Background: an optimization exercise with open tools, aiming at small area and a short achievable clock period. Do not read the settings as production practice.
The RTL was checked by simulation tests, not by an equivalence proof against the original design.
No activity file was given, so power comes from the tool's default toggle rates.

==> flow/design.v <==
module lw_cv_rx (
    input  wire        clk,
    input  wire        rst,
    input  wire [1:0]  cfg_poly,
    input  wire        cfg_refin,
    input  wire        cfg_refout,
    input  wire        cfg_xorout,
    input  wire        cfg_init,
    input  wire        cfg_order,
    input  wire [7:0]  cfg_skip,
    input  wire        in_valid,
    input  wire        in_sop,
    input  wire        in_eop,
    input  wire        in_disc,
    input  wire [3:0]  in_nbytes,
    input  wire [63:0] in_data,
    input  wire        cnt_clr,
    output reg         cv_valid,
    output reg  [1:0]  cv_res,
    output reg  [31:0] cv_last,
    output reg  [31:0] cv_units,
    output reg  [15:0] cv_fail,
    output reg  [15:0] cv_short
);
    localparam [1:0] CHK_NONE = 2'd0;
    localparam [1:0] CHK_OK   = 2'd1;
    localparam [1:0] CHK_BAD  = 2'd2;
    function [31:0] sinit;
        input [1:0] poly;
        input [3:0] d;
        begin
            case ({poly, d})
                6'd0: sinit = 32'h46AF6449;
                6'd1: sinit = 32'h339FDE2F;
                6'd2: sinit = 32'h68B932F5;
                6'd3: sinit = 32'h955A6162;
                6'd4: sinit = 32'hF50B27F7;
                6'd5: sinit = 32'hC2A1038C;
                6'd6: sinit = 32'h7535D075;
                6'd7: sinit = 32'h1727635B;
                6'd8: sinit = 32'hD61C3A65;
                6'd16: sinit = 32'h2A26F826;
                6'd17: sinit = 32'hAAD955D3;
                6'd18: sinit = 32'h12647B10;
                6'd19: sinit = 32'h11FFA28F;
                6'd20: sinit = 32'h48081204;
                6'd21: sinit = 32'h043379AF;
                6'd22: sinit = 32'h6BC65337;
                6'd23: sinit = 32'hFDDCB433;
                6'd24: sinit = 32'hF931DF69;
                6'd32: sinit = 32'h000084CF;
                6'd33: sinit = 32'h00002D71;
                6'd34: sinit = 32'h00005437;
                6'd35: sinit = 32'h0000DA3E;
                6'd36: sinit = 32'h0000F125;
                6'd37: sinit = 32'h00008DB1;
                6'd38: sinit = 32'h0000988F;
                6'd39: sinit = 32'h00006965;
                6'd40: sinit = 32'h0000C921;
                6'd48: sinit = 32'h00000048;
                6'd49: sinit = 32'h00000018;
                6'd50: sinit = 32'h00000069;
                6'd51: sinit = 32'h000000A0;
                6'd52: sinit = 32'h000000E2;
                6'd53: sinit = 32'h00000095;
                6'd54: sinit = 32'h00000084;
                6'd55: sinit = 32'h000000EE;
                6'd56: sinit = 32'h00000022;
                default: sinit = 32'h0;
            endcase
        end
    endfunction
    function [7:0] rev8;
        input [7:0] b;
        integer q;
        begin
            for (q = 0; q < 8; q = q + 1) rev8[q] = b[7-q];
        end
    endfunction
    reg [1:0]  poly_q;
    reg        refin_q, refout_q, xorout_q, init_q, order_q;
    reg [7:0]  skip_q;           
    reg [95:0] xv_q;             
    reg [31:0] hist_q;           
    reg [2:0]  cnt_q;            
    wire [1:0] poly_e   = in_sop ? cfg_poly   : poly_q;
    wire       refin_e  = in_sop ? cfg_refin  : refin_q;
    wire       init_e   = in_sop ? cfg_init   : init_q;
    wire [7:0] skip_e   = in_sop ? cfg_skip   : skip_q;
    wire [2:0] cnt_e    = in_sop ? 3'd0       : cnt_q;
    wire [95:0] xv = xv_q;
    wire [31:0] s_r0;
    wire [31:0] s_r1;
    wire [15:0] s_r2;
    wire [7:0]  s_r3;
    wire [356:0] xs;     
    assign xs[0] = xv[40] ^ xv[69];
    assign xs[1] = xv[47] ^ xv[56];
    assign xs[2] = xv[48] ^ xv[57];
    assign xs[3] = xv[41] ^ xv[63];
    assign xs[4] = xv[42] ^ xv[71];
    assign xs[5] = xv[38] ^ xv[60];
    assign xs[6] = xv[82] ^ xv[83];
    assign xs[7] = xv[32] ^ xv[77];
    assign xs[8] = xv[34] ^ xv[70];
    assign xs[9] = xv[36] ^ xv[65];
    assign xs[10] = xv[37] ^ xv[45];
    assign xs[11] = xv[61] ^ xv[79];
    assign xs[12] = xv[33] ^ xv[68];
    assign xs[13] = xv[50] ^ xv[59];
    assign xs[14] = xv[39] ^ xv[64];
    assign xs[15] = xv[44] ^ xv[73];
    assign xs[16] = xv[46] ^ xv[55];
    assign xs[17] = xv[49] ^ xv[58];
    assign xs[18] = xv[54] ^ xv[74];
    assign xs[19] = xv[84] ^ xv[92];
    assign xs[20] = xv[52] ^ xv[72];
    assign xs[21] = xv[66] ^ xv[67];
    assign xs[22] = xv[35] ^ xv[53];
    assign xs[23] = xv[43] ^ xv[78];
    assign xs[24] = xv[86] ^ xv[91];
    assign xs[25] = xv[62] ^ xv[80];
    assign xs[26] = xv[75] ^ xv[76];
    assign xs[27] = xv[85] ^ xv[90];
    assign xs[28] = xv[51] ^ xv[81];
    assign xs[29] = xv[88] ^ xv[93];
    assign xs[30] = xv[89] ^ xv[94];
    assign xs[31] = xv[87] ^ xs[19];
    assign xs[32] = xs[0] ^ xs[12];
    assign xs[33] = xv[95] ^ xs[6];
    assign xs[34] = xs[2] ^ xs[7];
    assign xs[35] = xs[11] ^ xs[21];
    assign xs[36] = xs[1] ^ xs[9];
    assign xs[37] = xs[3] ^ xs[13];
    assign xs[38] = xs[4] ^ xs[5];
    assign xs[39] = xv[83] ^ xv[84];
    assign xs[40] = xv[38] ^ xs[17];
    assign xs[41] = xv[95] ^ xs[27];
    assign xs[42] = xs[8] ^ xs[14];
    assign xs[43] = xv[20] ^ xv[24];
    assign xs[44] = xv[21] ^ xv[25];
    assign xs[45] = xv[22] ^ xv[26];
    assign xs[46] = xv[31] ^ xv[68];
    assign xs[47] = xv[33] ^ xv[94];
    assign xs[48] = xv[36] ^ xv[53];
    assign xs[49] = xv[39] ^ xv[77];
    assign xs[50] = xv[41] ^ xv[71];
    assign xs[51] = xv[51] ^ xv[67];
    assign xs[52] = xv[58] ^ xv[61];
    assign xs[53] = xv[32] ^ xs[10];
    assign xs[54] = xv[40] ^ xs[23];
    assign xs[55] = xv[43] ^ xs[16];
    assign xs[56] = xv[60] ^ xs[25];
    assign xs[57] = xv[79] ^ xs[15];
    assign xs[58] = xv[35] ^ xv[57];
    assign xs[59] = xv[42] ^ xv[72];
    assign xs[60] = xv[56] ^ xv[59];
    assign xs[61] = xv[62] ^ xv[81];
    assign xs[62] = xv[63] ^ xv[80];
    assign xs[63] = xv[87] ^ xv[92];
    assign xs[64] = xv[37] ^ xs[0];
    assign xs[65] = xv[66] ^ xs[22];
    assign xs[66] = xv[75] ^ xs[18];
    assign xs[67] = xv[78] ^ xs[16];
    assign xs[68] = xv[23] ^ xv[30];
    assign xs[69] = xv[35] ^ xv[64];
    assign xs[70] = xv[38] ^ xv[70];
    assign xs[71] = xv[50] ^ xv[76];
    assign xs[72] = xv[29] ^ xs[10];
    assign xs[73] = xv[34] ^ xs[29];
    assign xs[74] = xv[37] ^ xs[2];
    assign xs[75] = xv[46] ^ xs[20];
    assign xs[76] = xv[59] ^ xs[1];
    assign xs[77] = xv[73] ^ xs[8];
    assign xs[78] = xv[82] ^ xs[28];
    assign xs[79] = xs[3] ^ xs[4];
    assign xs[80] = xs[24] ^ xs[26];
    assign xs[81] = xv[12] ^ xv[54];
    assign xs[82] = xv[16] ^ xv[44];
    assign xs[83] = xv[27] ^ xv[43];
    assign xs[84] = xv[28] ^ xv[39];
    assign xs[85] = xv[32] ^ xv[52];
    assign xs[86] = xv[45] ^ xv[48];
    assign xs[87] = xv[47] ^ xv[61];
    assign xs[88] = xv[56] ^ xv[70];
    assign xs[89] = xv[58] ^ xv[69];
    assign xs[90] = xv[65] ^ xv[81];
    assign xs[91] = xv[85] ^ xv[94];
    assign xs[92] = xv[89] ^ xv[90];
    assign xs[93] = xv[35] ^ xs[14];
    assign xs[94] = xv[55] ^ xs[9];
    assign xs[95] = xv[55] ^ xs[30];
    assign xs[96] = xv[63] ^ xs[7];
    assign xs[97] = xv[64] ^ xs[18];
    assign xs[98] = xv[68] ^ xs[17];
    assign xs[99] = xv[74] ^ xs[24];
    assign xs[100] = xv[76] ^ xs[11];
    assign xs[101] = xv[88] ^ xs[6];
    assign xs[102] = xv[52] ^ xs[55];
    assign xs[103] = xv[60] ^ xs[34];
    assign xs[104] = xs[5] ^ xs[33];
    assign xs[105] = xs[12] ^ xs[35];
    assign xs[106] = xv[14] ^ xv[51];
    assign xs[107] = xv[18] ^ xv[62];
    assign xs[108] = xv[36] ^ xv[73];
    assign xs[109] = xv[37] ^ xv[57];
    assign xs[110] = xv[40] ^ xv[54];
    assign xs[111] = xv[44] ^ xv[49];
    assign xs[112] = xv[51] ^ xv[95];
    assign xs[113] = xv[65] ^ xv[72];
    assign xs[114] = xv[71] ^ xv[91];
    assign xs[115] = xv[11] ^ xs[22];
    assign xs[116] = xv[17] ^ xs[44];
    assign xs[117] = xv[41] ^ xs[2];
    assign xs[118] = xv[42] ^ xs[10];
    assign xs[119] = xv[47] ^ xs[26];
    assign xs[120] = xv[66] ^ xs[20];
    assign xs[121] = xv[71] ^ xs[63];
    assign xs[122] = xv[87] ^ xs[39];
    assign xs[123] = xv[93] ^ xs[15];
    assign xs[124] = xs[21] ^ xs[23];
    assign xs[125] = xs[22] ^ xs[28];
    assign xs[126] = xs[43] ^ xs[46];
    assign xs[127] = xv[40] ^ xs[31];
    assign xs[128] = xv[77] ^ xs[42];
    assign xs[129] = xv[78] ^ xs[99];
    assign xs[130] = xv[84] ^ xs[37];
    assign xs[131] = xs[27] ^ xs[32];
    assign xs[132] = xs[30] ^ xs[36];
    assign xs[133] = xs[38] ^ xs[45];
    assign xs[134] = xv[15] ^ xv[19];
    assign xs[135] = xv[19] ^ xv[45];
    assign xs[136] = xv[25] ^ xv[36];
    assign xs[137] = xv[30] ^ xv[74];
    assign xs[138] = xv[33] ^ xv[46];
    assign xs[139] = xv[33] ^ xv[89];
    assign xs[140] = xv[34] ^ xv[74];
    assign xs[141] = xv[37] ^ xv[52];
    assign xs[142] = xv[44] ^ xv[82];
    assign xs[143] = xv[48] ^ xv[68];
    assign xs[144] = xv[53] ^ xv[65];
    assign xs[145] = xv[54] ^ xv[64];
    assign xs[146] = xv[77] ^ xv[80];
    assign xs[147] = xv[4] ^ xs[20];
    assign xs[148] = xv[7] ^ xs[16];
    assign xs[149] = xv[8] ^ xs[1];
    assign xs[150] = xv[9] ^ xs[4];
    assign xs[151] = xv[23] ^ xs[81];
    assign xs[152] = xv[24] ^ xs[13];
    assign xs[153] = xv[26] ^ xs[58];
    assign xs[154] = xv[27] ^ xs[8];
    assign xs[155] = xv[34] ^ xs[5];
    assign xs[156] = xv[38] ^ xs[47];
    assign xs[157] = xv[42] ^ xs[25];
    assign xs[158] = xv[49] ^ xs[29];
    assign xs[159] = xv[53] ^ xs[14];
    assign xs[160] = xv[56] ^ xs[17];
    assign xs[161] = xv[57] ^ xs[25];
    assign xs[162] = xv[58] ^ xs[15];
    assign xs[163] = xv[59] ^ xs[3];
    assign xs[164] = xv[60] ^ xs[0];
    assign xs[165] = xv[66] ^ xs[89];
    assign xs[166] = xv[67] ^ xs[5];
    assign xs[167] = xv[73] ^ xs[19];
    assign xs[168] = xv[76] ^ xs[70];
    assign xs[169] = xv[78] ^ xs[11];
    assign xs[170] = xv[79] ^ xs[62];
    assign xs[171] = xv[85] ^ xs[61];
    assign xs[172] = xv[86] ^ xs[30];
    assign xs[173] = xv[91] ^ xs[27];
    assign xs[174] = xv[93] ^ xs[18];
    assign xs[175] = xs[2] ^ xs[6];
    assign xs[176] = xs[6] ^ xs[9];
    assign xs[177] = xs[7] ^ xs[50];
    assign xs[178] = xs[10] ^ xs[59];
    assign xs[179] = xs[14] ^ xs[52];
    assign xs[180] = xs[18] ^ xs[91];
    assign xs[181] = xs[43] ^ xs[51];
    assign xs[182] = xs[47] ^ xs[60];
    assign xs[183] = xv[10] ^ xs[53];
    assign xs[184] = xv[62] ^ xs[67];
    assign xs[185] = xv[65] ^ xs[54];
    assign xs[186] = xv[67] ^ xs[56];
    assign xs[187] = xv[90] ^ xs[31];
    assign xs[188] = xv[93] ^ xs[33];
    assign xs[189] = xs[1] ^ xs[65];
    assign xs[190] = xs[11] ^ xs[76];
    assign xs[191] = xs[13] ^ xs[120];
    assign xs[192] = xs[23] ^ xs[75];
    assign xs[193] = xs[28] ^ xs[31];
    assign xs[194] = xs[34] ^ xs[64];
    assign xs[195] = xs[35] ^ xs[54];
    assign xs[196] = xs[40] ^ xs[41];
    assign xs[197] = xs[42] ^ xs[82];
    assign xs[198] = xs[78] ^ xs[121];
    assign xs[199] = xv[29] ^ xs[133];
    assign xs[200] = xv[0] ^ xv[79];
    assign xs[201] = xv[1] ^ xv[69];
    assign xs[202] = xv[2] ^ xv[41];
    assign xs[203] = xv[2] ^ xv[46];
    assign xs[204] = xv[3] ^ xv[46];
    assign xs[205] = xv[6] ^ xv[41];
    assign xs[206] = xv[8] ^ xv[70];
    assign xs[207] = xv[14] ^ xv[67];
    assign xs[208] = xv[15] ^ xv[48];
    assign xs[209] = xv[17] ^ xv[21];
    assign xs[210] = xv[20] ^ xv[57];
    assign xs[211] = xv[23] ^ xv[47];
    assign xs[212] = xv[24] ^ xv[63];
    assign xs[213] = xv[28] ^ xv[59];
    assign xs[214] = xv[31] ^ xv[69];
    assign xs[215] = xv[38] ^ xv[53];
    assign xs[216] = xv[39] ^ xv[75];
    assign xs[217] = xv[39] ^ xv[76];
    assign xs[218] = xv[41] ^ xv[88];
    assign xs[219] = xv[43] ^ xv[62];
    assign xs[220] = xv[43] ^ xv[68];
    assign xs[221] = xv[46] ^ xv[95];
    assign xs[222] = xv[49] ^ xv[75];
    assign xs[223] = xv[52] ^ xv[54];
    assign xs[224] = xv[56] ^ xv[64];
    assign xs[225] = xv[61] ^ xv[69];
    assign xs[226] = xv[70] ^ xv[92];
    assign xs[227] = xv[72] ^ xv[74];
    assign xs[228] = xv[72] ^ xv[89];
    assign xs[229] = xv[77] ^ xv[79];
    assign xs[230] = xv[85] ^ xv[87];
    assign xs[231] = xv[88] ^ xv[94];
    assign xs[232] = xv[16] ^ xs[44];
    assign xs[233] = xv[18] ^ xs[1];
    assign xs[234] = xv[28] ^ xs[9];
    assign xs[235] = xv[32] ^ xs[86];
    assign xs[236] = xv[33] ^ xs[8];
    assign xs[237] = xv[43] ^ xs[110];
    assign xs[238] = xv[44] ^ xs[52];
    assign xs[239] = xv[45] ^ xs[15];
    assign xs[240] = xv[45] ^ xs[69];
    assign xs[241] = xv[48] ^ xs[4];
    assign xs[242] = xv[50] ^ xs[8];
    assign xs[243] = xv[51] ^ xs[21];
    assign xs[244] = xv[52] ^ xs[46];
    assign xs[245] = xv[53] ^ xs[0];
    assign xs[246] = xv[54] ^ xs[17];
    assign xs[247] = xv[55] ^ xs[48];
    assign xs[248] = xv[60] ^ xs[3];
    assign xs[249] = xv[64] ^ xs[7];
    assign xs[250] = xv[66] ^ xs[107];
    assign xs[251] = xv[69] ^ xs[12];
    assign xs[252] = xv[71] ^ xs[85];
    assign xs[253] = xv[74] ^ xs[20];
    assign xs[254] = xv[75] ^ xs[0];
    assign xs[255] = xv[76] ^ xs[49];
    assign xs[256] = xv[78] ^ xs[0];
    assign xs[257] = xv[80] ^ xs[5];
    assign xs[258] = xv[81] ^ xs[21];
    assign xs[259] = xv[82] ^ xs[114];
    assign xs[260] = xv[83] ^ xs[25];
    assign xs[261] = xv[83] ^ xs[26];
    assign xs[262] = xv[86] ^ xs[14];
    assign xs[263] = xv[87] ^ xs[92];
    assign xs[264] = xs[2] ^ xs[48];
    assign xs[265] = xs[4] ^ xs[24];
    assign xs[266] = xs[10] ^ xs[13];
    assign xs[267] = xs[12] ^ xs[223];
    assign xs[268] = xs[15] ^ xs[58];
    assign xs[269] = xs[16] ^ xs[17];
    assign xs[270] = xs[16] ^ xs[90];
    assign xs[271] = xs[19] ^ xs[111];
    assign xs[272] = xs[20] ^ xs[90];
    assign xs[273] = xs[22] ^ xs[26];
    assign xs[274] = xs[24] ^ xs[71];
    assign xs[275] = xs[26] ^ xs[88];
    assign xs[276] = xs[29] ^ xs[39];
    assign xs[277] = xs[50] ^ xs[146];
    assign xs[278] = xs[68] ^ xs[106];
    assign xs[279] = xs[68] ^ xs[135];
    assign xs[280] = xs[69] ^ xs[143];
    assign xs[281] = xs[71] ^ xs[203];
    assign xs[282] = xv[5] ^ xs[32];
    assign xs[283] = xv[6] ^ xs[66];
    assign xs[284] = xv[13] ^ xs[93];
    assign xs[285] = xv[26] ^ xs[77];
    assign xs[286] = xv[27] ^ xs[79];
    assign xs[287] = xv[28] ^ xs[162];
    assign xs[288] = xv[30] ^ xs[67];
    assign xs[289] = xv[35] ^ xs[57];
    assign xs[290] = xv[39] ^ xs[56];
    assign xs[291] = xv[47] ^ xs[37];
    assign xs[292] = xv[50] ^ xs[172];
    assign xs[293] = xv[58] ^ xs[95];
    assign xs[294] = xv[61] ^ xs[153];
    assign xs[295] = xv[65] ^ xs[100];
    assign xs[296] = xv[79] ^ xs[124];
    assign xs[297] = xv[80] ^ xs[80];
    assign xs[298] = xv[81] ^ xs[80];
    assign xs[299] = xv[91] ^ xs[180];
    assign xs[300] = xs[3] ^ xs[40];
    assign xs[301] = xs[6] ^ xs[95];
    assign xs[302] = xs[8] ^ xs[36];
    assign xs[303] = xs[13] ^ xs[38];
    assign xs[304] = xs[15] ^ xs[72];
    assign xs[305] = xs[23] ^ xs[94];
    assign xs[306] = xs[27] ^ xs[31];
    assign xs[307] = xs[32] ^ xs[176];
    assign xs[308] = xs[33] ^ xs[73];
    assign xs[309] = xs[36] ^ xs[97];
    assign xs[310] = xs[36] ^ xs[278];
    assign xs[311] = xs[37] ^ xs[275];
    assign xs[312] = xs[38] ^ xs[88];
    assign xs[313] = xs[41] ^ xs[179];
    assign xs[314] = xs[45] ^ xs[243];
    assign xs[315] = xs[48] ^ xs[53];
    assign xs[316] = xs[49] ^ xs[79];
    assign xs[317] = xs[50] ^ xs[123];
    assign xs[318] = xs[53] ^ xs[125];
    assign xs[319] = xs[55] ^ xs[97];
    assign xs[320] = xs[56] ^ xs[98];
    assign xs[321] = xs[57] ^ xs[117];
    assign xs[322] = xs[57] ^ xs[273];
    assign xs[323] = xs[61] ^ xs[73];
    assign xs[324] = xs[63] ^ xs[157];
    assign xs[325] = xs[68] ^ xs[148];
    assign xs[326] = xs[72] ^ xs[136];
    assign xs[327] = xs[74] ^ xs[134];
    assign xs[328] = xs[74] ^ xs[174];
    assign xs[329] = xs[75] ^ xs[101];
    assign xs[330] = xs[77] ^ xs[87];
    assign xs[331] = xs[80] ^ xs[109];
    assign xs[332] = xs[83] ^ xs[149];
    assign xs[333] = xs[84] ^ xs[152];
    assign xs[334] = xs[96] ^ xs[112];
    assign xs[335] = xs[98] ^ xs[166];
    assign xs[336] = xs[115] ^ xs[151];
    assign xs[337] = xs[116] ^ xs[213];
    assign xs[338] = xs[118] ^ xs[246];
    assign xs[339] = xs[119] ^ xs[126];
    assign xs[340] = xs[169] ^ xs[262];
    assign xs[341] = xs[170] ^ xs[274];
    assign xs[342] = xs[181] ^ xs[227];
    assign xs[343] = xs[210] ^ xs[252];
    assign xs[344] = xs[228] ^ xs[266];
    assign xs[345] = xv[84] ^ xs[195];
    assign xs[346] = xs[23] ^ xs[130];
    assign xs[347] = xs[32] ^ xs[184];
    assign xs[348] = xs[40] ^ xs[105];
    assign xs[349] = xs[47] ^ xs[191];
    assign xs[350] = xs[64] ^ xs[189];
    assign xs[351] = xs[102] ^ xs[307];
    assign xs[352] = xs[103] ^ xs[167];
    assign xs[353] = xs[156] ^ xs[188];
    assign xs[354] = xs[158] ^ xs[330];
    assign xs[355] = xs[182] ^ xs[198];
    assign xs[356] = xs[196] ^ xs[328];
    assign s_r0[0] = (((xs[34] ^ xs[41]) ^ (xs[100] ^ xs[165])) ^ (((xv[93] ^ xs[3]) ^ (xs[5] ^ xs[142])) ^ ((xs[224] ^ (xv[0] ^ xv[86])) ^ xs[324])));
    assign s_r0[1] = (((xs[173] ^ xs[182]) ^ (xs[235] ^ (xs[90] ^ xs[111]))) ^ (((xs[201] ^ xs[217]) ^ (xs[218] ^ xs[226])) ^ (xs[104] ^ xs[296])));
    assign s_r0[2] = ((((xv[67] ^ xv[89]) ^ xs[42]) ^ (xs[122] ^ xs[235])) ^ ((xs[281] ^ (xs[114] ^ (xv[56] ^ xv[62]))) ^ (xs[131] ^ xs[300])));
    assign s_r0[3] = ((xs[291] ^ (xs[265] ^ (xv[88] ^ xs[19]))) ^ (((xs[58] ^ xs[113]) ^ (xs[204] ^ (xv[49] ^ xv[51]))) ^ (xs[128] ^ xs[131])));
    assign s_r0[4] = (((xs[147] ^ xs[259]) ^ (xs[268] ^ (xv[38] ^ xs[11]))) ^ (((xs[25] ^ xs[71]) ^ xs[302]) ^ (xs[334] ^ (xs[92] ^ xs[54]))));
    assign s_r0[5] = ((((xv[5] ^ xv[33]) ^ xs[38]) ^ ((xv[56] ^ xs[20]) ^ (xs[108] ^ xs[217]))) ^ (((xs[225] ^ xs[230]) ^ xs[129]) ^ (xs[188] ^ xs[318])));
    assign s_r0[6] = (((xs[77] ^ xs[156]) ^ ((xv[86] ^ xs[11]) ^ (xs[48] ^ xs[49]))) ^ (((xs[109] ^ xs[219]) ^ xs[127]) ^ (xs[283] ^ xs[329])));
    assign s_r0[7] = ((((xv[55] ^ xs[4]) ^ (xs[92] ^ (xv[7] ^ xv[34]))) ^ xs[350]) ^ (xs[352] ^ (xs[340] ^ (xs[66] ^ xs[101]))));
    assign s_r0[8] = (((xs[96] ^ xs[124]) ^ (xs[164] ^ xs[271])) ^ (((xs[24] ^ xs[59]) ^ (xs[69] ^ xs[139])) ^ ((xs[206] ^ xs[33]) ^ (xs[66] ^ xs[94]))));
    assign s_r0[9] = (((xs[224] ^ xs[242]) ^ (xs[261] ^ (xv[9] ^ xs[10]))) ^ ((xs[105] ^ xs[305]) ^ (xs[306] ^ xs[317])));
    assign s_r0[10] = (((xs[248] ^ xs[259]) ^ (xs[280] ^ (xs[51] ^ xs[52]))) ^ (((xs[113] ^ xs[140]) ^ (xs[221] ^ xs[231])) ^ (xs[183] ^ xs[187])));
    assign s_r0[11] = (((xs[163] ^ xs[263]) ^ ((xv[11] ^ xs[12]) ^ xs[103])) ^ ((xs[289] ^ xs[297]) ^ (xs[329] ^ (xs[17] ^ xs[36]))));
    assign s_r0[12] = (((xs[57] ^ xs[171]) ^ ((xv[49] ^ xs[1]) ^ (xs[139] ^ (xv[12] ^ xv[38])))) ^ ((xs[129] ^ xs[130]) ^ (xs[308] ^ xs[315])));
    assign s_r0[13] = (((xs[155] ^ xs[170]) ^ (xs[175] ^ (xv[51] ^ xs[138]))) ^ ((xs[284] ^ xs[292]) ^ (xs[306] ^ (xs[66] ^ xs[118]))));
    assign s_r0[14] = (((xs[73] ^ xs[93]) ^ (xs[122] ^ (xs[9] ^ xs[28]))) ^ (((xs[87] ^ (xv[14] ^ xv[40])) ^ xs[102]) ^ (xs[196] ^ xs[297])));
    assign s_r0[15] = (((xs[65] ^ xs[171]) ^ (xs[255] ^ (xs[13] ^ xs[24]))) ^ (((xs[141] ^ xs[142]) ^ (xs[208] ^ xs[218])) ^ (xs[127] ^ xs[132])));
    assign s_r0[16] = ((xs[315] ^ (xs[100] ^ xs[160])) ^ ((xs[256] ^ xs[260]) ^ ((xs[51] ^ xs[82]) ^ (xs[145] ^ (xv[88] ^ xv[89])))));
    assign s_r0[17] = ((xs[130] ^ (xs[229] ^ xs[161])) ^ ((xs[267] ^ xs[270]) ^ ((xv[17] ^ xs[10]) ^ (xs[70] ^ xs[92]))));
    assign s_r0[18] = (((xs[38] ^ xs[67]) ^ (xs[78] ^ xs[159])) ^ ((xs[165] ^ xs[173]) ^ (xs[233] ^ (xv[34] ^ xs[62]))));
    assign s_r0[19] = ((xs[190] ^ ((xv[19] ^ xv[67]) ^ xs[93])) ^ ((xs[175] ^ xs[237]) ^ (xs[272] ^ (xs[24] ^ xs[226]))));
    assign s_r0[20] = ((xs[317] ^ xs[320]) ^ ((xs[94] ^ xs[175]) ^ ((xv[66] ^ (xv[20] ^ xv[53])) ^ xs[127])));
    assign s_r0[21] = (((xv[21] ^ xs[225]) ^ (xs[37] ^ xs[160])) ^ ((xs[178] ^ xs[180]) ^ (xs[258] ^ xs[276])));
    assign s_r0[22] = (((xs[35] ^ xs[55]) ^ (xs[123] ^ (xv[80] ^ xs[7]))) ^ (((xs[30] ^ xs[89]) ^ (xs[143] ^ (xv[22] ^ xv[51]))) ^ (xs[187] ^ xs[311])));
    assign s_r0[23] = (((xs[231] ^ xs[163]) ^ ((xv[70] ^ xs[85]) ^ (xs[86] ^ xs[211]))) ^ (xs[348] ^ (xs[129] ^ xs[198])));
    assign s_r0[24] = (((xs[152] ^ xs[159]) ^ (xs[241] ^ xs[251])) ^ (((xs[63] ^ xs[222]) ^ xs[186]) ^ (xs[308] ^ ((xv[79] ^ xv[89]) ^ xs[75]))));
    assign s_r0[25] = (((xs[125] ^ xs[164]) ^ ((xv[90] ^ xs[30]) ^ (xs[39] ^ xs[62]))) ^ (((xs[71] ^ xs[113]) ^ (xs[220] ^ (xv[25] ^ xv[54]))) ^ xs[354]));
    assign s_r0[26] = ((xs[341] ^ (xs[153] ^ xs[174])) ^ (((xs[85] ^ xs[108]) ^ xs[193]) ^ (xs[293] ^ xs[312])));
    assign s_r0[27] = (((xs[146] ^ xs[247]) ^ (xs[253] ^ (xv[75] ^ xs[29]))) ^ (xs[355] ^ ((xs[83] ^ xs[109]) ^ xs[313])));
    assign s_r0[28] = ((xs[331] ^ ((xv[78] ^ xs[20]) ^ (xs[30] ^ xs[60]))) ^ (((xs[110] ^ xs[144]) ^ xs[104]) ^ (xs[287] ^ xs[323])));
    assign s_r0[29] = (((xs[65] ^ xs[100]) ^ (xs[163] ^ (xs[18] ^ xs[49]))) ^ ((((xv[29] ^ xv[45]) ^ (xv[57] ^ xv[73])) ^ xs[104]) ^ (xs[187] ^ xs[293])));
    assign s_r0[30] = ((xs[313] ^ (xs[66] ^ xs[276])) ^ (((xv[91] ^ xs[60]) ^ ((xv[36] ^ xv[40]) ^ (xv[42] ^ xv[77]))) ^ (xs[186] ^ xs[288])));
    assign s_r0[31] = ((xs[331] ^ (xs[95] ^ xs[171])) ^ ((xs[248] ^ (xs[19] ^ xs[46])) ^ (xs[185] ^ xs[190])));
    assign s_r1[0] = (((xs[37] ^ xs[247]) ^ (xs[260] ^ (xv[44] ^ xs[91]))) ^ (((xs[200] ^ xs[216]) ^ xs[129]) ^ (xs[194] ^ xs[335])));
    assign s_r1[1] = ((xs[340] ^ ((xv[1] ^ xv[95]) ^ xs[32])) ^ ((xs[257] ^ xs[193]) ^ (xs[311] ^ xs[338])));
    assign s_r1[2] = (((xs[78] ^ xs[161]) ^ ((xs[0] ^ xs[29]) ^ (xs[202] ^ xs[230]))) ^ ((xs[102] ^ xs[128]) ^ (xs[295] ^ xs[303])));
    assign s_r1[3] = (((xs[101] ^ xs[172]) ^ (xs[238] ^ (xs[20] ^ xs[28]))) ^ ((xs[185] ^ xs[189]) ^ (xs[316] ^ ((xv[3] ^ xv[70]) ^ xs[56]))));
    assign s_r1[4] = (((xs[239] ^ xs[263]) ^ (xs[264] ^ (xv[59] ^ xs[61]))) ^ (xs[345] ^ ((xs[145] ^ xs[33]) ^ (xs[79] ^ xs[147]))));
    assign s_r1[5] = (((xs[98] ^ xs[101]) ^ (xs[173] ^ xs[178])) ^ (((xs[3] ^ xs[144]) ^ xs[186]) ^ (xs[319] ^ ((xv[5] ^ xv[84]) ^ xs[57]))));
    assign s_r1[6] = (((xs[205] ^ xs[159]) ^ xs[352]) ^ (((xv[46] ^ xs[61]) ^ xs[132]) ^ (xs[195] ^ xs[338])));
    assign s_r1[7] = (((xs[142] ^ xs[148]) ^ xs[356]) ^ ((xs[157] ^ xs[105]) ^ (xs[185] ^ xs[291])));
    assign s_r1[8] = (((xs[48] ^ xs[140]) ^ ((xv[57] ^ xv[66]) ^ xs[54])) ^ ((xs[118] ^ xs[149]) ^ (xs[249] ^ (xv[85] ^ xs[28]))));
    assign s_r1[9] = ((xs[299] ^ ((xv[9] ^ xv[49]) ^ xs[96])) ^ (xs[351] ^ ((xs[13] ^ xs[22]) ^ xs[290])));
    assign s_r1[10] = (((xs[34] ^ xs[42]) ^ (xs[76] ^ (xs[19] ^ xs[25]))) ^ (xs[348] ^ ((xs[28] ^ (xv[10] ^ xv[95])) ^ xs[299])));
    assign s_r1[11] = ((((xv[44] ^ xv[79]) ^ (xv[81] ^ xv[91])) ^ (xs[115] ^ xs[177])) ^ (((xv[92] ^ xs[9]) ^ (xs[140] ^ xs[141])) ^ xs[353]));
    assign s_r1[12] = (((xs[216] ^ (xv[34] ^ xv[36])) ^ ((xv[78] ^ xv[80]) ^ xs[65])) ^ ((xs[178] ^ (xs[19] ^ xs[81])) ^ xs[353]));
    assign s_r1[13] = (((xs[123] ^ (xv[69] ^ xs[18])) ^ xs[346]) ^ (((xs[22] ^ xs[221]) ^ xs[298]) ^ (xs[320] ^ ((xv[13] ^ xv[34]) ^ xs[34]))));
    assign s_r1[14] = (((xs[207] ^ xs[117]) ^ (xs[168] ^ (xs[6] ^ xs[12]))) ^ (((xs[14] ^ xs[24]) ^ (xs[87] ^ xs[110])) ^ (xs[318] ^ xs[324])));
    assign s_r1[15] = ((xs[323] ^ (xs[31] ^ xs[40])) ^ (xs[351] ^ ((xv[54] ^ xs[208]) ^ xs[316])));
    assign s_r1[16] = (((xs[158] ^ (xv[85] ^ xs[59])) ^ xs[346]) ^ (xs[350] ^ (xs[197] ^ xs[301])));
    assign s_r1[17] = (((xs[41] ^ xs[237]) ^ (xs[240] ^ (xv[17] ^ xs[9]))) ^ (((xs[39] ^ xs[51]) ^ xs[292]) ^ (xs[312] ^ xs[321])));
    assign s_r1[18] = (((xs[35] ^ xs[122]) ^ (xs[254] ^ (xs[86] ^ xs[107]))) ^ (((xs[144] ^ (xv[90] ^ xv[94])) ^ xs[192]) ^ (xs[303] ^ xs[334])));
    assign s_r1[19] = ((((xv[88] ^ xs[39]) ^ (xs[52] ^ xs[70])) ^ xs[349]) ^ (((xs[108] ^ xs[112]) ^ xs[194]) ^ (xs[319] ^ ((xv[19] ^ xv[86]) ^ xs[119]))));
    assign s_r1[20] = ((xs[343] ^ (xs[112] ^ xs[32])) ^ ((xs[77] ^ xs[122]) ^ (xs[132] ^ xs[341])));
    assign s_r1[21] = (((xs[65] ^ xs[74]) ^ (xs[236] ^ xs[253])) ^ ((xs[277] ^ (xv[88] ^ xs[89])) ^ (xs[193] ^ ((xv[21] ^ xv[64]) ^ xs[41]))));
    assign s_r1[22] = (((xs[242] ^ xs[272]) ^ ((xs[18] ^ xs[29]) ^ xs[194])) ^ ((xs[289] ^ xs[290]) ^ (xs[301] ^ ((xv[22] ^ xv[68]) ^ xs[79]))));
    assign s_r1[23] = (((xs[93] ^ xs[265]) ^ ((xs[15] ^ xs[88]) ^ (xs[219] ^ (xv[23] ^ xv[84])))) ^ ((xs[103] ^ xs[105]) ^ (xs[344] ^ (xs[41] ^ xs[78]))));
    assign s_r1[24] = (((xs[176] ^ xs[239]) ^ ((xv[61] ^ xs[17]) ^ (xs[51] ^ xs[212]))) ^ ((xs[131] ^ xs[192]) ^ ((xs[99] ^ xs[121]) ^ (xs[155] ^ xs[161]))));
    assign s_r1[25] = (((xs[257] ^ xs[258]) ^ xs[354]) ^ (((xs[20] ^ xs[91]) ^ xs[127]) ^ ((xs[136] ^ xs[34]) ^ (xs[67] ^ xs[240]))));
    assign s_r1[26] = (((xs[76] ^ xs[254]) ^ (xs[270] ^ (xs[7] ^ xs[15]))) ^ (((xs[29] ^ xs[62]) ^ (xs[114] ^ xs[139])) ^ (xs[104] ^ xs[294])));
    assign s_r1[27] = (((xs[249] ^ xs[271]) ^ ((xs[1] ^ xs[62]) ^ (xs[215] ^ (xv[55] ^ xv[82])))) ^ ((xs[131] ^ xs[298]) ^ (xs[344] ^ (xs[35] ^ xs[154]))));
    assign s_r1[28] = (((xs[97] ^ xs[234]) ^ (xs[269] ^ (xs[8] ^ (xv[40] ^ xv[63])))) ^ (xs[355] ^ (xs[322] ^ ((xv[90] ^ xv[93]) ^ xs[53]))));
    assign s_r1[29] = (((xs[277] ^ (xv[91] ^ xs[16])) ^ xs[349]) ^ (((xs[26] ^ xs[58]) ^ xs[104]) ^ (xs[309] ^ (xs[72] ^ xs[73]))));
    assign s_r1[30] = (((xs[167] ^ xs[261]) ^ ((xv[95] ^ xs[21]) ^ (xs[49] ^ xs[52]))) ^ ((xs[132] ^ xs[288]) ^ ((xs[59] ^ xs[74]) ^ (xs[125] ^ xs[155]))));
    assign s_r1[31] = (((xs[244] ^ xs[255]) ^ xs[345]) ^ (xs[356] ^ ((xv[82] ^ xs[108]) ^ ((xv[35] ^ xv[62]) ^ xs[76]))));
    assign s_r2[0] = (((xs[83] ^ xs[200]) ^ xs[342]) ^ ((xs[40] ^ xs[234]) ^ (xs[280] ^ (xs[4] ^ xs[82]))));
    assign s_r2[1] = ((xs[191] ^ xs[304]) ^ ((xs[222] ^ xs[116]) ^ ((xs[9] ^ xs[84]) ^ (xs[201] ^ xs[220]))));
    assign s_r2[2] = ((xs[304] ^ xs[314]) ^ (((xv[18] ^ xv[70]) ^ xs[245]) ^ (xs[281] ^ (xs[5] ^ xs[137]))));
    assign s_r2[3] = (((xs[70] ^ xs[87]) ^ (xs[204] ^ xs[66])) ^ ((xs[244] ^ xs[279]) ^ ((xv[27] ^ xs[49]) ^ (xs[50] ^ xs[51]))));
    assign s_r2[4] = ((xs[184] ^ xs[339]) ^ ((xs[147] ^ xs[241]) ^ (xs[245] ^ (xv[32] ^ xs[84]))));
    assign s_r2[5] = (((xs[181] ^ xs[232]) ^ ((xv[29] ^ xs[7]) ^ xs[282])) ^ ((xs[286] ^ xs[287]) ^ (xs[309] ^ (xs[22] ^ xs[168]))));
    assign s_r2[6] = (((xs[251] ^ (xv[30] ^ xs[4])) ^ (xs[128] ^ xs[283])) ^ ((xs[305] ^ xs[337]) ^ ((xs[45] ^ xs[72]) ^ (xs[117] ^ xs[120]))));
    assign s_r2[7] = (((xs[154] ^ xs[160]) ^ xs[199]) ^ (((xs[113] ^ (xv[18] ^ xv[31])) ^ xs[322]) ^ (xs[325] ^ (xs[64] ^ xs[124]))));
    assign s_r2[8] = (((xs[168] ^ xs[177]) ^ (xs[268] ^ xs[279])) ^ (((xs[18] ^ xs[46]) ^ xs[332]) ^ (xs[333] ^ ((xv[36] ^ xv[72]) ^ xs[35]))));
    assign s_r2[9] = (((xs[150] ^ xs[162]) ^ xs[347]) ^ (((xs[84] ^ (xv[31] ^ xv[75])) ^ xs[103]) ^ (xs[326] ^ xs[342])));
    assign s_r2[10] = (((xs[32] ^ (xv[29] ^ xs[26])) ^ ((xs[44] ^ xs[137]) ^ xs[183])) ^ ((xs[190] ^ xs[192]) ^ (xs[285] ^ xs[300])));
    assign s_r2[11] = ((((xv[27] ^ xv[62]) ^ xs[115]) ^ (xs[119] ^ (xs[13] ^ xs[137]))) ^ (((xs[138] ^ xs[214]) ^ xs[128]) ^ (xs[133] ^ xs[321])));
    assign s_r2[12] = ((xs[339] ^ ((xv[40] ^ xv[45]) ^ xs[96])) ^ ((xs[151] ^ xs[166]) ^ (xs[169] ^ xs[197])));
    assign s_r2[13] = ((xs[295] ^ (xs[116] ^ xs[177])) ^ (xs[347] ^ ((xv[24] ^ xs[86]) ^ xs[284])));
    assign s_r2[14] = ((xs[302] ^ ((xv[14] ^ xv[25]) ^ xs[250])) ^ ((xs[256] ^ (xv[49] ^ xs[3])) ^ ((xs[45] ^ xs[59]) ^ (xs[138] ^ xs[229]))));
    assign s_r2[15] = ((xs[296] ^ xs[327]) ^ ((xs[211] ^ (xv[50] ^ xs[69])) ^ (xs[285] ^ xs[286])));
    assign s_r3[0] = ((((xv[16] ^ xv[62]) ^ xs[126]) ^ (xs[179] ^ xs[264])) ^ (xs[199] ^ ((xs[106] ^ (xv[0] ^ xv[15])) ^ xs[332])));
    assign s_r3[1] = ((((xv[63] ^ xs[85]) ^ (xs[111] ^ xs[145])) ^ xs[199]) ^ ((((xv[1] ^ xv[8]) ^ (xv[9] ^ xv[53])) ^ xs[310]) ^ (xs[337] ^ (xs[64] ^ xs[126]))));
    assign s_r3[2] = (((xs[165] ^ xs[232]) ^ (xs[267] ^ (xv[55] ^ xs[107]))) ^ (((xs[202] ^ xs[206]) ^ xs[183]) ^ (xs[310] ^ ((xv[20] ^ xv[50]) ^ xs[150]))));
    assign s_r3[3] = (((xs[236] ^ (xv[11] ^ xs[60])) ^ ((xs[209] ^ xs[212]) ^ (xs[214] ^ xs[215]))) ^ ((xs[102] ^ xs[314]) ^ (xs[327] ^ ((xv[3] ^ xv[10]) ^ xs[150]))));
    assign s_r3[4] = ((xs[343] ^ ((xv[22] ^ xv[25]) ^ xs[233])) ^ (((xs[83] ^ (xv[4] ^ xv[10])) ^ xs[197]) ^ (xs[335] ^ xs[336])));
    assign s_r3[5] = ((((xv[13] ^ xv[26]) ^ xs[94]) ^ (xs[238] ^ (xv[71] ^ xs[2]))) ^ (((xs[135] ^ xs[209]) ^ xs[282]) ^ (xs[333] ^ xs[336])));
    assign s_r3[6] = (((xs[154] ^ xs[164]) ^ (xs[250] ^ xs[269])) ^ (((xs[43] ^ xs[60]) ^ (xs[81] ^ xs[106])) ^ ((xs[205] ^ (xv[13] ^ xv[22])) ^ xs[326])));
    assign s_r3[7] = ((((xv[13] ^ xv[28]) ^ xs[37]) ^ (xs[38] ^ (xv[70] ^ xs[1]))) ^ (((xs[44] ^ xs[134]) ^ (xs[141] ^ xs[207])) ^ (xs[294] ^ xs[325])));
    reg  [31:0] s_cur;
    reg  [2:0]  w_bytes;
    reg  [31:0] wmask;
    always @* begin
        case (poly_q)
            2'd0:    begin s_cur = s_r0;           w_bytes = 3'd4; wmask = 32'hFFFF_FFFF; end
            2'd1:    begin s_cur = s_r1;           w_bytes = 3'd4; wmask = 32'hFFFF_FFFF; end
            2'd2:    begin s_cur = {16'h0, s_r2};  w_bytes = 3'd2; wmask = 32'h0000_FFFF; end
            default: begin s_cur = {24'h0, s_r3};  w_bytes = 3'd1; wmask = 32'h0000_00FF; end
        endcase
    end
    wire       skip_big = (skip_e > {4'd0, in_nbytes});
    wire [3:0] dskip    = skip_big ? in_nbytes : skip_e[3:0];
    wire [3:0] kcnt     = in_nbytes - dskip;
    wire [7:0] skip_nx  = skip_big ? skip_e - {4'd0, in_nbytes} : 8'd0;
    wire [3:0] cnt_sum  = {1'b0, cnt_e} + kcnt;
    wire [2:0] cnt_nx   = (cnt_sum > 4'd4) ? 3'd4 : cnt_sum[2:0];
    wire       use_init = in_sop | (skip_q != 8'd0);
    wire       skip_all = use_init & ((skip_e[7:4] != 4'd0) | (skip_e[3:0] >= in_nbytes));
    wire [31:0] s_e     = use_init ? (init_e ? sinit(poly_e, {1'b0, skip_e[2:0]}) : 32'h0) : s_cur;
    wire [31:0] s_0     = init_e ? sinit(poly_e, 4'd0) : 32'h0;
    reg  [63:0] bdat;
    integer j;
    always @* begin
        for (j = 0; j < 8; j = j + 1)
            bdat[63-8*j -: 8] = (skip_e > j) ? 8'h00 :
                                (refin_e ? rev8(in_data[8*j +: 8]) : in_data[8*j +: 8]);
    end
    wire [2:0]  sh      = {in_nbytes[2] ^ (in_nbytes[1] | in_nbytes[0]),
                           in_nbytes[1] ^ in_nbytes[0], in_nbytes[0]};
    wire [95:0] xv_sh   = {s_e, bdat} >> {sh, 3'b000};
    wire [95:0] xv_nx   = ~in_valid ? {64'h0, s_cur} :
                          skip_all  ? {64'h0, s_0}   : xv_sh;
    wire [31:0] hist_nx;
    assign hist_nx[7:0]   = ~in_valid ? hist_q[7:0] : xv_sh[7:0];
    assign hist_nx[15:8]  = ~in_valid ? hist_q[15:8] :
                            (in_nbytes[3:1] != 3'd0) ? xv_sh[15:8] : hist_q[7:0];
    assign hist_nx[23:16] = ~in_valid ? hist_q[23:16] :
                            (in_nbytes[3:2] != 2'd0 || in_nbytes[1:0] == 2'd3) ? xv_sh[23:16] :
                            in_nbytes[1] ? hist_q[7:0] : hist_q[15:8];
    assign hist_nx[31:24] = ~in_valid ? hist_q[31:24] :
                            (in_nbytes[3:2] != 2'd0) ? xv_sh[31:24] :
                            (in_nbytes[1:0] == 2'd3) ? hist_q[7:0] :
                            in_nbytes[1] ? hist_q[15:8] : hist_q[23:16];
    reg  [2:0]  w_e;
    always @* begin
        case (poly_e)
            2'd0, 2'd1: w_e = 3'd4;
            2'd2:       w_e = 3'd2;
            default:    w_e = 3'd1;
        endcase
    end
    wire [3:0] cnt_all = {1'b0, cnt_e} + in_nbytes;
    wire [3:0] skip_w  = {1'b0, skip_e[2:0]} + {1'b0, w_e};
    wire is_short = (skip_e == 8'd0) ? (cnt_all < {1'b0, w_e}) :
                    ((skip_e[7:3] != 5'd0) | (in_nbytes < skip_w));
    wire [31:0] a_v  = (hist_q ^ {32{xorout_q}}) & wmask;
    wire        p_rb = refin_q ^ refout_q;
    wire        p_sw = order_q ^ refout_q;
    wire [7:0]  g0 = p_rb ? rev8(hist_q[7:0])   : hist_q[7:0];
    wire [7:0]  g1 = p_rb ? rev8(hist_q[15:8])  : hist_q[15:8];
    wire [7:0]  g2 = p_rb ? rev8(hist_q[23:16]) : hist_q[23:16];
    wire [7:0]  g3 = p_rb ? rev8(hist_q[31:24]) : hist_q[31:24];
    reg  [31:0] rxr;
    always @* begin
        case (w_bytes)
            3'd4:    rxr = p_sw ? {g3, g2, g1, g0} : {g0, g1, g2, g3};
            3'd2:    rxr = p_sw ? {16'h0, g1, g0}  : {16'h0, g0, g1};
            default: rxr = {24'h0, g0};
        endcase
    end
    function [31:0] reflw;
        input [31:0] v;
        input [2:0]  wb;
        input        en;
        integer q;
        begin
            if (en) begin
                reflw = 32'h0;
                case (wb)
                    3'd4:    for (q = 0; q < 32; q = q + 1) reflw[q] = v[31-q];
                    3'd2:    for (q = 0; q < 16; q = q + 1) reflw[q] = v[15-q];
                    default: for (q = 0; q < 8;  q = q + 1) reflw[q] = v[7-q];
                endcase
            end else begin
                reflw = v;
            end
        end
    endfunction
    wire [31:0] fin = reflw(s_cur ^ a_v, w_bytes, refout_q);
    wire [31:0] tgt = a_v ^ rxr;
    wire        is_ok = (s_cur == tgt);
    wire unit_end = in_valid & in_eop;
    always @(posedge clk) begin
        if (in_valid) begin
            if (in_sop) begin
                poly_q   <= cfg_poly;
                refin_q  <= cfg_refin;
                refout_q <= cfg_refout;
                xorout_q <= cfg_xorout;
                init_q   <= cfg_init;
                order_q  <= cfg_order;
            end
            skip_q <= skip_nx;
            cnt_q  <= cnt_nx;
        end
        xv_q   <= xv_nx;
        hist_q <= hist_nx;
    end
    reg         chk_q;           
    reg  [1:0]  res_q;           
    reg  [31:0] last_q;          
    reg  [15:0] fail_q;          
    wire [15:0] fail_inc = (fail_q == 16'hFFFF) ? fail_q : fail_q + 16'd1;
    always @* begin
        cv_res  = chk_q ? (is_ok ? CHK_OK : CHK_BAD) : res_q;
        cv_last = chk_q ? fin : last_q;
        cv_fail = (chk_q & ~is_ok) ? fail_inc : fail_q;
    end
    wire        short_ev  = unit_end & ~in_disc & is_short;
    wire [31:0] units_inc = cv_units + 32'd1;
    wire [15:0] short_inc = (cv_short == 16'hFFFF) ? cv_short : cv_short + 16'd1;
    wire [15:0] short_d   = cnt_clr ? {15'd0, short_ev} : short_inc;
    always @(posedge clk) begin
        if (rst | unit_end)
            cv_units <= units_inc & {32{~rst}};
        if (rst | cnt_clr | short_ev)
            cv_short <= short_d & {16{~rst}};
    end
    always @(posedge clk) begin
        if (rst) begin
            cv_valid <= 1'b0;
            chk_q    <= 1'b0;
            res_q    <= CHK_NONE;
            last_q   <= 32'h0;
            fail_q   <= 16'h0;
        end else begin
            cv_valid <= unit_end;
            chk_q    <= unit_end & ~in_disc & ~is_short;
            res_q    <= unit_end ? (in_disc ? CHK_NONE : CHK_BAD) : cv_res;
            last_q   <= cv_last;
            fail_q   <= cnt_clr ? 16'h0 : cv_fail;
        end
    end
endmodule
==> flow/flow/run.sh <==
#!/bin/bash
# Layout flow: the standard flow (standard.sh) with two changes.
# 1. Synthesis maps the combinational logic with flow/abc_map.script instead of
#    ORFS's abc_speed.script, which restructures the XOR networks into much
#    larger logic. Everything else in synthesis, including the flip-flop
#    mapping, is the standard synthesis (flow/abc_synth.tcl wraps it).
# 2. The port buffers are buf_2 cells rather than the default delay buffers.
# Each tool's output goes to a log file in this folder (synth.log, layout.log)
# besides ORFS's own logs under orfs/logs.
set -euo pipefail
here=$(pwd)
export FLOW_ABC_SCRIPT=$here/flow/abc_map.script
export FLOW_STD_SYNTH=$here/synth_recipe.tcl
extra=(BUFFER_PORTS_ARGS="-buffer_cell sky130_fd_sc_hd__buf_2")
[[ -f flow/params.sh ]] && source flow/params.sh
# same make command as standard.sh, with our synthesis script, for synthesis only
sed -e "s#SYNTH_SCRIPT=[^ ]*#SYNTH_SCRIPT=$here/flow/abc_synth.tcl#" standard.sh > synth_only.sh
bash synth_only.sh synth "${extra[@]}" > synth.log 2>&1
# the rest of the standard flow reuses that synthesis
bash standard.sh finish "${extra[@]}" > layout.log 2>&1
==> flow/flow/abc_map.script <==
strash
dch
map -D 4000
topo
buffer -c
stime -c
upsize -c
dnsize -c
==> flow/flow/abc_synth.tcl <==
# The standard flow's synthesis script, but with the combinational logic mapped by
# abc_map.script instead of ORFS's abc_speed.script. Everything else,
# including the flip-flop mapping, is the standard synthesis.
proc abc {args} {
  set i [lsearch -exact $args -script]
  if { $i >= 0 } {
    lset args [expr { $i + 1 }] $::env(FLOW_ABC_SCRIPT)
  }
  yosys abc {*}$args
}
source $::env(FLOW_STD_SYNTH)
==> flow/flow/params.sh <==
extra+=(SETUP_SLACK_MARGIN=20.8)
==> flow/standard.sh <==
#!/bin/bash
# synth_recipe.tcl (not shown) runs the flow's synth.tcl, then flattens the netlist and writes it again
# the make line also repeats each setting of config.mk as NAME=value (left out here)
make -C /OpenROAD-flow-scripts/flow DESIGN_CONFIG=/design/flow/config.mk WORK_HOME=/design/flow/orfs CLKGATE_MAP_FILE= SYNTH_SCRIPT=/design/flow/synth_recipe.tcl "${@:-finish}"
==> flow/config.mk <==
export PLATFORM = sky130hd
export DESIGN_NAME = lw_cv_rx
export DESIGN_NICKNAME = lw_cv_rx
export VERILOG_FILES = /design/flow/design.v
export SDC_FILE = /design/flow/constraint.sdc
export NUM_CORES = 4
export LEC_CHECK = 0
export CAP_MARGIN = 20
export CORE_MARGIN = 2
export CORE_UTILIZATION = 30
export GPL_ROUTABILITY_DRIVEN = 0
export PLACE_DENSITY = 0.5
export SLEW_MARGIN = 20
==> flow/constraint.sdc <==
create_clock -name core_clock -period 33.0 [get_ports {clk}]
set_input_delay 6.6000 -clock core_clock [delete_from_list [all_inputs] [get_ports {clk}]]
set_output_delay 6.6000 -clock core_clock [all_outputs]
set_load 0.01 [all_outputs]
==> results of run 1 <==
## registers in the layout, indices dropped and copies added (netlist names), 3 cells and up
signal    count
xv_q         96
cv_units     32
cnt_q         3
cv_short     16
last_q       32
hist_q       32
fail_q       16
skip_q        8
## repair_timing
item,CTS,global route
gates resized for setup,51,84
cloned,0,0
endpoints found under the setup margin,18,27
hold buffers,0,0
pin swaps,0,5
setup buffers,0,9
## cells in the mapped netlist (10+ instances only)
| master | number |
|---|---|
| a2111oi_0 | 12 |
| a211oi_1 | 46 |
| a21oi_1 | 233 |
| a22oi_1 | 33 |
| a31oi_1 | 16 |
| and2_1 | 30 |
| buf_1 | 19 |
| buf_2 | 37 |
| clkbuf_1 | 138 |
| dfxtp_1 | 148 |
| edfxtp_1 | 98 |
| ha_1 | 30 |
| inv_1 | 346 |
| inv_2 | 14 |
| mux2i_1 | 15 |
| nand2_1 | 612 |
| nand2_2 | 25 |
| nand3_1 | 79 |
| nand4_1 | 19 |
| nor2_1 | 340 |
| nor3_1 | 58 |
| nor4_1 | 25 |
| o211ai_1 | 48 |
| o21a_1 | 10 |
| o21ai_0 | 306 |
| o221ai_1 | 22 |
| o22ai_1 | 48 |
| or2_2 | 22 |
| xnor2_1 | 528 |
| xor2_1 | 600 |
| xor2_2 | 18 |
## per-stage QoR
stage / total power, mW / utilization (%) / instances / cell area (µm²) / setup slack (ns)
after global routing: 1.45 / 34.4 / 5449 / 33200 / 20.77
after global placement: 0.996 / 32.4 / 5382 / 31300 / 20.55
after floorplan: 0.769 / - / 4077 / 29200 / 22.81
after CTS: 1.37 / 33.8 / 5440 / 32700 / 20.80
final: 1.41 / 34.4 / 5450 / 33200 / 20.77
after detailed placement: 0.992 / 32.4 / 5382 / 31300 / 20.74
## worst min path at each step
stage,start,end,slack [ns],depth (start not counted)
floorplan,res_q[0],res_q[0],0.44,2
global placement,last_q[2],last_q[2],0.46,2
detailed placement,last_q[13],last_q[13],0.47,2
CTS,last_q[13],last_q[13],0.47,2
global route,last_q[1],last_q[1],0.49,2
finish,last_q[0],last_q[0],0.47,2
## power breakdown
part,leakage (nW),internal [mW],switching [mW]
Sequential,2.23,0.340,0.0345
Clock,0.566,0.225,0.151
Combinational,10.5,0.212,0.450
## layout make-up
type | instances | area (µm²)
inverter | 370 | 1400
antenna | 1 | 2.50
sequential | 246 | 5950
clock buffer | 39 | 932
timing repair buffer | 246 | 1380
multi-input combinational | 3253 | 21800
clock inverter | 19 | 196
tap | 1276 | 1600
fill | 10400 | 63400
## layer usage
layer | wire length [µm] | vias to the layer above
met2 | 58600 | 2227
met1 | 57600 | 14000
met3 | 19900 | 563
li1 | - | 13400
met5 | 13 | -
met4 | 10900 | 2
## placed cells by master (no fill, tap or decap), types with 9 or more instances in the layout
cell type	Yosys	final
or2_2	22	22
edfxtp_1	98	98
ha_1	30	29
nand2_2	25	32
a22oi_1	33	33
nor2_1	340	337
xor2_4	5	19
mux2i_1	15	15
nand3_1	79	79
nor3_1	58	58
inv_1	346	345
nand4_1	19	19
nand2_1	612	599
xor2_2	18	48
o21a_1	10	10
xnor2_2	1	16
xnor2_1	528	512
a221oi_1	9	9
o21ai_1	9	11
o221ai_1	22	22
dfxtp_2	0	32
a31oi_1	16	16
nand2_4	3	9
buf_2	37	187
o211ai_1	48	48
a211oi_1	46	46
o22ai_1	48	48
a21oi_1	233	233
xor2_1	600	556
buf_4	8	59
nor4_1	25	25
clkinv_1	9	9
and2_1	30	30
dfxtp_1	148	114
o21ai_0	306	302
inv_2	14	16
clkbuf_16	0	36
a2111oi_0	12	11
## logic make-up (layout without fill, tap and decap cells)
kind of cell | count (synthesis) | in the layout | share of synthesized area (%)
AO/OA/AOI/OAI | 827 | 827 | 16.7
XOR/XNOR | 1155 | 1155 | 35.6
adder cells (fa/ha/maj) | 36 | 36 | 1.70
buffers and inverters | 578 | 674 | 7.78
flip-flops | 246 | 246 | 20.2
multiplexers | 15 | 15 | 0.514
other | 0 | 1 | 0
AND/OR/NAND/NOR | 1220 | 1220 | 17.5
## worst max-delay path: stages (launching register included)
cell	delay [ns]
dfxtp_4	0.43
inv_1	0.26
nand2_1	0.11
nand2_2	0.35
nand3_1	0.21
nand2_4	0.32
xor2_4	0.31
xnor2_1	0.18
xor2_1	0.22
a21oi_1	0.08
o21ai_1	0.24
o2111ai_1	0.30
o21ai_4	0.27
xnor2_2	0.20
xor2_1	0.16
nor4_1	0.33
nand4_1	0.26
nand2_4	0.24
inv_2	0.12
nand3_1	0.10
xor2_1	0.17
buf_2	0.16
==> run_results.csv, run 1 <==
group,metric,value,unit
grt,grt_util_met1,37.0,%
die,core-area,96600,µm²
die,start_util,30.2,%
grt,gr-usage-all-layers,28.5,%
critical_path,timing.rr.start,"xv_q[41]",
layout,area_delta_synth_final,13.7,%
critical_path,worstPathMaxFanout,13,
sta,hold_viol_final,0,
die,die_w,316,µm
outcome,status,"timing/DRC/antenna clean",
pwr,power_leakage,13.3,nW
pwr,peakVddDrop,34.4,µV
sta,setup_viol,0,
critical_path,critPathLaunch,"xv_q[33]",
critical_path,worstPathRequired,26.40,ns
die,num_rows,114,
detailed_routing,postRouteAntennaNets,0,
critical_path,startpoint_type,"flop",
clock_tree,cts_buffers,31,
clock_tree,cts_tree,"done",
synthesis,synth_seq_cells,246,
sta,worst_clock_skew,0.0265,ns
detailed_routing,vias_per_cell,5.54,
sta,slew_headroom,21.7,%
synthesis,synthTopCellsByArea,"xor2_1 (18%), xnor2_1 (16%), dfxtp_1 (10%), edfxtp_1 (10%), nand2_1 (7.9%)",
synthesis,synth_flop_cell,"dfxtp_1",
layout,fin_nets,4274,
sta,fin_crit_sh,37.1,%
synthesis,yosysUniqueCellTypes,64,
synthesis,syn_inst,4077,
placement,hpwl,117000,µm
synthesis,syn_area_per_cell,7.16,µm²
synthesis,synthesis.nets,4203,
pwr,power.density,42.5,nW/µm²
critical_path,reg2reg_slack,27.18,ns
clock_tree,root_buffer,"clkbuf_16",
die,die_h,316,µm
critical_path,endpoint_kind,"output pin",
synthesis,yosys_warnings,1,
detailed_routing,first_iter_violations,4492,
worst_hold_path,hold_class,"flop to flop",
grt,overflow,0,
sta,fmax,0.0818,GHz
critical_path,worstPathArrival,5.63,ns
sta,tns,0,ns
grt,top_usage_layer,"met2",
synthesis,synth_edf_count,98,
job,max-cap-violations,0,
sta,period_needed,12.23,ns
critical_path,rr_endpoint,"hist_q[29]",
critical_path,worstSetupPathType,"flop to output pin",
detailed_routing,wl,147000,µm
critical_path,reg2reg_depth,16,
detailed_routing,dr.pass1.iters,9,
synthesis,async_flop_share,0,%
synthesis,ys_seq_area_share,20.2,%
sta,slew_violations,0,
grt,grt_pass1_vias,27700,
grt,antenna_found_initial,3,
grt,grt_use_met2,40.9,%
sta,rsz0062_at_grt,"false",
synthesis,syn_area,29200,µm²
synthesis,yosysTopAreaCell,"xor2_1",
grt,grt_use_met3,10.1,%
die,ioPinCount,189,
sta,whs,0.471,ns
grt,grt_start_max_net_pins,95,
clock_tree,clkLatencyLatePin,0.60,ns
clock_tree,clk_pin_slew,0.06,ns
detailed_routing,vias,30200,
layout,drive_above_1_share,12.5,%
die,dieArea,99800,µm²
clock_tree,clock_path_buffers,3,
critical_path,critPathCapture,"cv_fail[11]",
clock_tree,htreeDepth,1,
grt,grt_pass1_wl,205000,µm
placement,io_buffers,188,
sta,worst_pin_slew,1.17,ns
synthesis,synth_top_area_share,18.0,%
clock_tree,cts.sinks,246,
detailed_routing,wl_per_cell,27.0,µm
detailed_routing,drc_errors,0,
==> run 2, diff against run 1 <==
==> flow/flow/params.sh (replaced) <==
extra+=(SETUP_SLACK_MARGIN=21.1)
==> run 2 against run 1 <==
Effect of this change: still clean on timing, DRC and antenna; critical path depth fell by 2; synthesized cell count stayed put; utilization increased by 0.80 points; global-route usage about the same; die area unchanged; clock power barely moved; flip-flop and latch count unchanged; clock skew grew 0.0039 ns; area after synthesis is the same; non-clock buffer count rose by 22; first-iteration DRC count increased by 6.4%; highest routed layer unchanged.
==> run_results.csv, run 2 <==
group,metric,value,unit
critical_path,startpoint_type,"flop",
critical_path,critPathBufInv,3,
sta,fmax,0.0833,GHz
critical_path,worstPathArrival,5.41,ns
grt,grt_use_met2,41.0,%
grt,grt_pass1_wl,205000,µm
synthesis,yosysUniqueCellTypes,64,
synthesis,syn_inst,4077,
worst_hold_path,hold_class,"flop to flop",
critical_path,worstPathMaxFanout,8,
grt,grt_util_met1,37.2,%
placement,hpwl,117000,µm
critical_path,rr_endpoint,"hist_q[30]",
clock_tree,cts.sinks,246,
outcome,status,"timing/DRC/antenna clean",
critical_path,crit_chain,"inv_1 -> nand2_1 -> nand2_1 -> xor2_1 -> xnor2_1 -> xor2_1 -> a21oi_1 -> o21ai_0 -> nand2_1 -> xnor2_1 -> xnor2_1 -> nand4_1 -> nor2_1 -> nand4_1 -> nand2_4 -> buf_4 -> nor3_1 -> xor2_1 -> buf_2",
sta,tns,0,ns
die,start_util,30.2,%
pwr,power_leakage,13.6,nW
job,max-cap-violations,0,
sta,setup_viol,0,
synthesis,synth.most_common_cell,"nand2_1",
layout,largest_reg_flops,96,
detailed_routing,first_iter_violations,4779,
die,dieArea,99800,µm²
grt,overflow,0,
grt,gr-usage-all-layers,28.6,%
synthesis,synth_commonest_cells,"nand2_1 (612), xor2_1 (600), xnor2_1 (528)",
grt,grt_use_met3,9.85,%
clock_tree,clkLatencyLatePin,0.60,ns
synthesis,synth_edf_count,98,
detailed_routing,dr.pass1.iters,9,
clock_tree,clk_pin_slew,0.07,ns
detailed_routing,wl,147000,µm
clock_tree,cts_buffers,31,
layout,fin_nets,4296,
die,die_w,316,µm
critical_path,reg2reg_slack,27.54,ns
critical_path,critPathTopFamily,"XOR/XNOR gates",
synthesis,synthTopCellsByArea,"xor2_1 (18%), xnor2_1 (16%), dfxtp_1 (10%), edfxtp_1 (10%), nand2_1 (7.9%)",
critical_path,endpoint_kind,"output pin",
sta,rsz0062_at_grt,"false",
grt,grt_start_max_net_pins,95,
grt,grt_pass1_vias,27700,
synthesis,syn_area_per_cell,7.16,µm²
sta,period_needed,12.01,ns
worst_hold_path,hp-start,"last_q[0]",
detailed_routing,drc_errors,0,
detailed_routing,vias,30500,
placement,io_buffers,188,
pwr,power,1.42,mW
synthesis,synth_seq_cells,246,
sta,worst_pin_slew,1.13,ns
worst_hold_path,hold_path_depth,2,
critical_path,worstSetupPathType,"flop to output pin",
layout,top_register,"xv_q",
synthesis,async_flop_share,0,%
die,die_h,316,µm
synthesis,synth_flop_cell,"dfxtp_1",
grt,top_usage_layer,"met2",
synthesis,syn_area,29200,µm²
die,num_rows,114,
sta,slew_headroom,24.1,%
synthesis,yosys_warnings,1,
worst_hold_path,holdPathEnd,"last_q[0]",
critical_path,worstPathRequired,26.40,ns
sta,slew_violations,0,
layout,final_common_cell,"nand2_1",
critical_path,slowest_stage,"xor2_1",
sta,fin_crit_sh,36.4,%
critical_path,reg2reg_depth,18,
detailed_routing,vias_per_cell,5.57,
layout,n_fill_cell,10300,
pwr,power.density,41.8,nW/µm²
critical_path,max_stage_delay,0.74,ns
detailed_routing,wl_per_cell,26.9,µm
layout,drive_above_1_share,14.3,%
die,core-area,96600,µm²
sta,worst_clock_skew,0.0304,ns
clock_tree,cts_tree,"done",
synthesis,yosysTopAreaCell,"xor2_1",
die,ioPinCount,189,
detailed_routing,postRouteAntennaNets,0,
critical_path,timing.rr.start,"poly_q[0]",
grt,antenna_found_initial,4,
clock_tree,clock_path_buffers,3,
layout,layout_common_cells,"nand2_1 (588), xor2_1 (537), xnor2_1 (501), inv_1 (342), nor2_1 (336)",
synthesis,synthesis.nets,4203,
synthesis,ys_seq_area_share,20.2,%
pwr,peakVddDrop,34.9,µV
clock_tree,root_buffer,"clkbuf_16",
clock_tree,htreeDepth,1,
sta,hold_viol_final,0,
synthesis,synth_top_area_share,18.0,%
layout,area_delta_synth_final,16.4,%
==> run 2: per-stage QoR <==
step                cell area (µm²)  util [%]  setup slack, ns  hold WS, ns  std cells
floorplan                     29200         -            22.81        0.441       4077
global placement              31300      32.4            20.55        0.460       5382
detailed placement            31300      32.4            20.74        0.466       5382
CTS                           33000      34.1            21.10        0.475       5448
global route                  34000      35.2            20.92        0.491       5471
finish                        34000      35.2            20.99        0.471       5472
==> run 2: cell type report <==
| class | count | area (µm²) | share of cell area [%] |
|---|---|---|---|
| Sequential cell | 246 | 5990 | 17.6 |
| Clock inverter | 19 | 196 | 0.578 |
| Clock buffer | 39 | 932 | 2.74 |
| Multi-Input combinational cell | 3253 | 22300 | 65.5 |
| Timing Repair Buffer | 268 | 1590 | 4.69 |
| Tap cell | 1276 | 1600 | 4.70 |
| Antenna cell | 1 | 2.50 | 0.00736 |
| Inverter | 370 | 1410 | 4.15 |
==> run 2: worst max-delay path by stage <==
stage          startpoint          end  slack, ns  cells past startpoint
5_1_grt          xv_q[64]   cv_fail[3]      20.92                     21
6_report         xv_q[39]   cv_fail[5]      20.99                     19
2_1_floorplan      in_sop     cnt_q[0]      22.81                     20
3_3_place_gp       in_sop   hist_q[29]      20.55                     19
3_5_place_dp       in_sop     xv_q[59]      20.74                     18
4_1_cts          xv_q[34]  cv_fail[11]      21.10                     22
==> run 2: what timing repair did <==
item,in CTS,in global routing
setup buffers,8,23
setup endpoints to repair,26,69
pin swaps,4,12
hold buffers,0,0
gates resized for setup,96,140
==> run 2: power by group <==
group	internal [mW]	switching, mW	total (mW)
Combinational	0.218	0.453	0.671
Sequential	0.339	0.0349	0.374
Clock	0.225	0.150	0.375
Total	0.782	0.639	1.42
==> run 2: worst register-to-register path: cells and delay by family (launching register included) <==
kind / cells / cell delay [ns]
flip-flops: 1 / 0.49
AND/OR/NAND/NOR: 7 / 1.49
buffers and inverters: 5 / 1.04
multiplexers: 1 / 0.26
AO/OA/AOI/OAI: 5 / 1.99
==> run 2: logic make-up (layout without fill, tap and decap cells) <==
kind of cell             Yosys count  in the layout  share of synthesized area [%]
AO/OA/AOI/OAI                    827            827                           16.7
XOR/XNOR                        1155           1155                           35.6
adder cells (fa/ha/maj)           36             36                           1.70
buffers and inverters            578            696                           7.78
flip-flops                       246            246                           20.2
multiplexers                      15             15                          0.514
other                              0              1                              0
AND/OR/NAND/NOR                 1220           1220                           17.5
==> run 2: routing by layer <==
| layer | vias up | wire [µm] |
|---|---|---|
| met2 | 2328 | 59200 |
| met3 | 552 | 19600 |
| met1 | 14100 | 57900 |
| li1 | 13400 | - |
| met4 | 2 | 10700 |
| met5 | - | 13 |

[re-timing with driven ports]
How much do the figures lean on ideal ports? The routed layouts below were timed once more, with nothing changed but the port constraints.
Step 1: set_driving_cell puts a clkbuf_16 on clk and a buf_2 on each other input, an assumption about the parent block.
Step 2 moves the port delays by t, midway between the first and last clock arrival at a register: inputs arrive t later, outputs are due t later. That takes back most of the time a late clock gives input paths.
a / b / c = ideal ports / drivers / drivers and shift; a / b = the first two.
run	shift t [ns]	setup slack, ns	worst register clock-pin slew, ns	pins driven straight from the clock port
run 1	0.651	20.774 / 20.709 / 20.539	0.08 / 0.08	1
run 2	0.652	20.992 / 20.928 / 20.720	0.08 / 0.08	1
After both steps setup and hold are still met in every run listed. The setup slack of run 2, which loses most, moves by -0.064 ns with the drivers and by -0.272 ns with both steps.
